This is an optimization exercise on Yosys and OpenROAD, whose aim is small area, a short achievable clock period and few clock cycles per item, not a production implementation. The RTL was checked by simulation tests, not by an equivalence proof against the original design.

## run A
## rafter_level
module rafter_level (
    input  wire        clk,
    input  wire        rst,
    input  wire        in_valid,
    output wire        in_ready,
    input  wire [9:0]  floor_lvl,
    input  wire [9:0]  intensity,
    input  wire [9:0]  wave_min,
    input  wire [9:0]  wave_max,
    input  wire        c0_hit,
    input  wire [9:0]  c0_level,
    input  wire        c1_hit,
    input  wire [9:0]  c1_level,
    input  wire        follow,
    input  wire [15:0] y,
    input  wire [15:0] yage,
    input  wire [15:0] dl_timeout,
    input  wire [9:0]  dl_lo,
    input  wire [9:0]  dl_hi,
    input  wire [9:0]  dl_min,
    input  wire [15:0] ramp_up,
    input  wire [15:0] ramp_down,
    input  wire [9:0]  deadband,
    input  wire [15:0] refresh,
    input  wire        tick,
    input  wire [15:0] l_in,
    input  wire [9:0]  last_sent_in,
    input  wire        c0_active_in,
    input  wire        pending_in,
    input  wire        refresh_only_in,
    input  wire [15:0] refresh_tmr_in,
    output reg         out_valid,
    input  wire        out_ready,
    output wire [15:0] l_out,
    output wire [9:0]  last_sent_out,
    output wire        c0_active_out,
    output wire        pending_out,
    output wire        refresh_only_out,
    output wire [15:0] refresh_tmr_out,
    output wire        released
);
export LEC_CHECK = 0
export ABC_AREA = 1
export CAP_MARGIN = 20
export CORE_MARGIN = 2
export CORE_UTILIZATION = 40
export CTS_CLUSTER_DIAMETER = 100
export CTS_CLUSTER_SIZE = 26
export SLEW_MARGIN = 20
create_clock -name core_clock -period 70.0 [get_ports {clk}]
standard.sh (not shown) runs the stock make flow with config.mk's settings and CLKGATE_MAP_FILE= SYNTH_SCRIPT=/design/flow/synth_recipe.tcl, a recipe that flattens the netlist after the stock synthesis.
==> flow/flow/run.sh <==
#!/bin/bash
# The standard layout (standard.sh, unchanged synthesis and steps), except that
# buffer_ports puts a sky130_fd_sc_hd__buf_1 on every input and output port instead
# of the delay-cell buffer it picks by default, and clock tree synthesis adds no
# dummy loads.
set -euo pipefail
export BUFFER_PORTS_ARGS="-buffer_cell sky130_fd_sc_hd__buf_1"
export CTS_ARGS="-sink_clustering_enable -repair_clock_nets -buf_list sky130_fd_sc_hd__clkbuf_8 -sink_clustering_size 18 -sink_clustering_max_diameter 80 -dont_use_dummy_load"
bash standard.sh > flow.log 2>&1
Testbench counts of run A, summed over its fixed seeds: cycles 19,232, items 19,200.
diff inputs: run A => run B
==> flow/flow/run.sh <==
#!/bin/bash
# The standard layout (standard.sh, unchanged synthesis and steps), except that
# buffer_ports puts a sky130_fd_sc_hd__buf_1 on every input and output port instead
# of the delay-cell buffer it picks by default.
set -euo pipefail
export BUFFER_PORTS_ARGS="-buffer_cell sky130_fd_sc_hd__buf_1"
bash standard.sh > flow.log 2>&1
Run A has a higher wire length per cell after detailed routing than run B. Cell area after layout grows slightly when moving from run A to run B. NOTE: worst path setup slack after routing in run B exceeds that of run A. On post-layout net count, run A tracks run B almost exactly. Status: maximum clock frequency parity (run A, run B).

---

run 1:
rafter_level, a different RTL version from the one above (not shown whole).
For scale: roughly 3,000 cells after synthesis, ~500 flip-flops, about 300 I/O pins, roughly 0.032 sq mm of cells after synthesis.
Settings: LEC_CHECK=0, ABC_AREA=1, CAP_MARGIN=20, CORE_MARGIN=2, CORE_UTILIZATION=40, CTS_CLUSTER_DIAMETER=100, CTS_CLUSTER_SIZE=26, SLEW_MARGIN=20; clock period 70.0 ns.
run.sh (not shown) runs the stock make flow with config.mk's settings and CLKGATE_MAP_FILE= SYNTH_SCRIPT=/design/flow/synth_recipe.tcl, a recipe that flattens the netlist after the stock synthesis.
Stock flow here: none of the scripts above is used.
Run 1 closes out successfully: all stages finished, all timing, DRC and antenna checks passed.
Testbench counts of run 1, summed over its fixed seeds: cycles 19,232, items 19,200.
Setup changes, run 1 to run 2
- ABC_AREA removed (was 1)
[summary]
Run 2 ended with less filler cell count than run 1.
The final reports for run 2 and run 1 show area occupied by multi-input gates higher in the former.
Run 2: average footprint of a synthesized cell about 14% above run 1
Comparing run 1 with run 2, the layout buffering overhead excluding clock cells came out essentially unchanged.
The higher overall routed net length came out of run 2.
In the metrics for run 1 and run 2, the one carrying the higher count of clock-buffer cells in the layout is run 1.
For run 3, these inputs were changed with respect to run 2:
- CTS_CLUSTER_DIAMETER now 80, was 100
- CTS_CLUSTER_SIZE now 32, was 26
==> comparison <==
Of run 3 and run 2, it is run 3 that has the higher clock skew. Delta (run 3 minus run 2): post-route standard cell area excluding fillers up 0.99%, utilization up 0.46 points, number of enable-type register cells in the synthesized netlist flat. Wire length of the first global-routing pass improves in run 3 relative to run 2.

---

rev 12:
rafter_level again, from the RTL that the note above started with.
clock: 70.0 ns
lec_check: 0
abc_area: 1
cap_margin: 20
core_margin: 2
core_utilization: 40
cts_cluster_diameter: 100
cts_cluster_size: 26
slew_margin: 20
standard.sh (not shown) runs the stock make flow with config.mk's settings and CLKGATE_MAP_FILE= SYNTH_SCRIPT=/design/flow/synth_recipe.tcl, a recipe that flattens the netlist after the stock synthesis.
==> flow/flow/run.sh <==
#!/bin/bash
# The standard layout (standard.sh, unchanged synthesis and steps), except that
# buffer_ports puts a sky130_fd_sc_hd__buf_2 on every input and output port instead
# of the delay-cell buffer it picks by default.
set -euo pipefail
export BUFFER_PORTS_ARGS="-buffer_cell sky130_fd_sc_hd__buf_2"
bash standard.sh > flow.log 2>&1
Testbench counts of rev 12, summed over its fixed seeds: cycles 19,232, items 19,200.
--- input diff rev 12..rev 13 ---
==> flow/flow/run.sh <==
#!/bin/bash
# The standard layout (standard.sh, unchanged synthesis and steps), except that
# buffer_ports puts a sky130_fd_sc_hd__buf_1 on every input and output port instead
# of the delay-cell buffer it picks by default.
set -euo pipefail
export BUFFER_PORTS_ARGS="-buffer_cell sky130_fd_sc_hd__buf_1"
bash standard.sh > flow.log 2>&1
## What came out
Diff rev 12 -> rev 13: period utilization now sits at about the same level.

port drivers added, routing unchanged:
The results above use ideal ports. As a check the final layouts listed here were re-extracted and re-timed, cells and wires unchanged. Step 1 assumes that a clkbuf_16 drives the clock port and a buf_2 every other input. Step 2 times the ports against the registers' clock, not the clock port: input delays grow and output delays shrink by t, the midpoint of the rising clock arrivals with the driver on. a / b / c = ideal ports / drivers / drivers and shift; a / b = the first two.
run | t, ns | slack for setup (ns) | latest minus earliest clock arrival (ns)
run A | 0.663 | 54.793 / 54.731 / 54.518 | 0.084 / 0.085
run B | 0.655 | 54.828 / 54.767 / 54.546 | 0.027 / 0.027
run 1 | 0.651 | 54.439 / 54.378 / 54.260 | 0.035 / 0.035
run 2 | 0.647 | 54.419 / 54.358 / 54.176 | 0.022 / 0.022
run 3 | 0.671 | 54.380 / 54.320 / 54.186 | 0.041 / 0.040
rev 12 | 0.665 | 54.806 / 54.743 / 54.857 | 0.032 / 0.031
rev 13 | 0.661 | 54.816 / 54.754 / 54.551 | 0.029 / 0.029
After both steps setup and hold are still met in every run listed. The setup slack of run B, which loses most, moves by -0.061 ns with the drivers and by -0.282 ns with both steps.
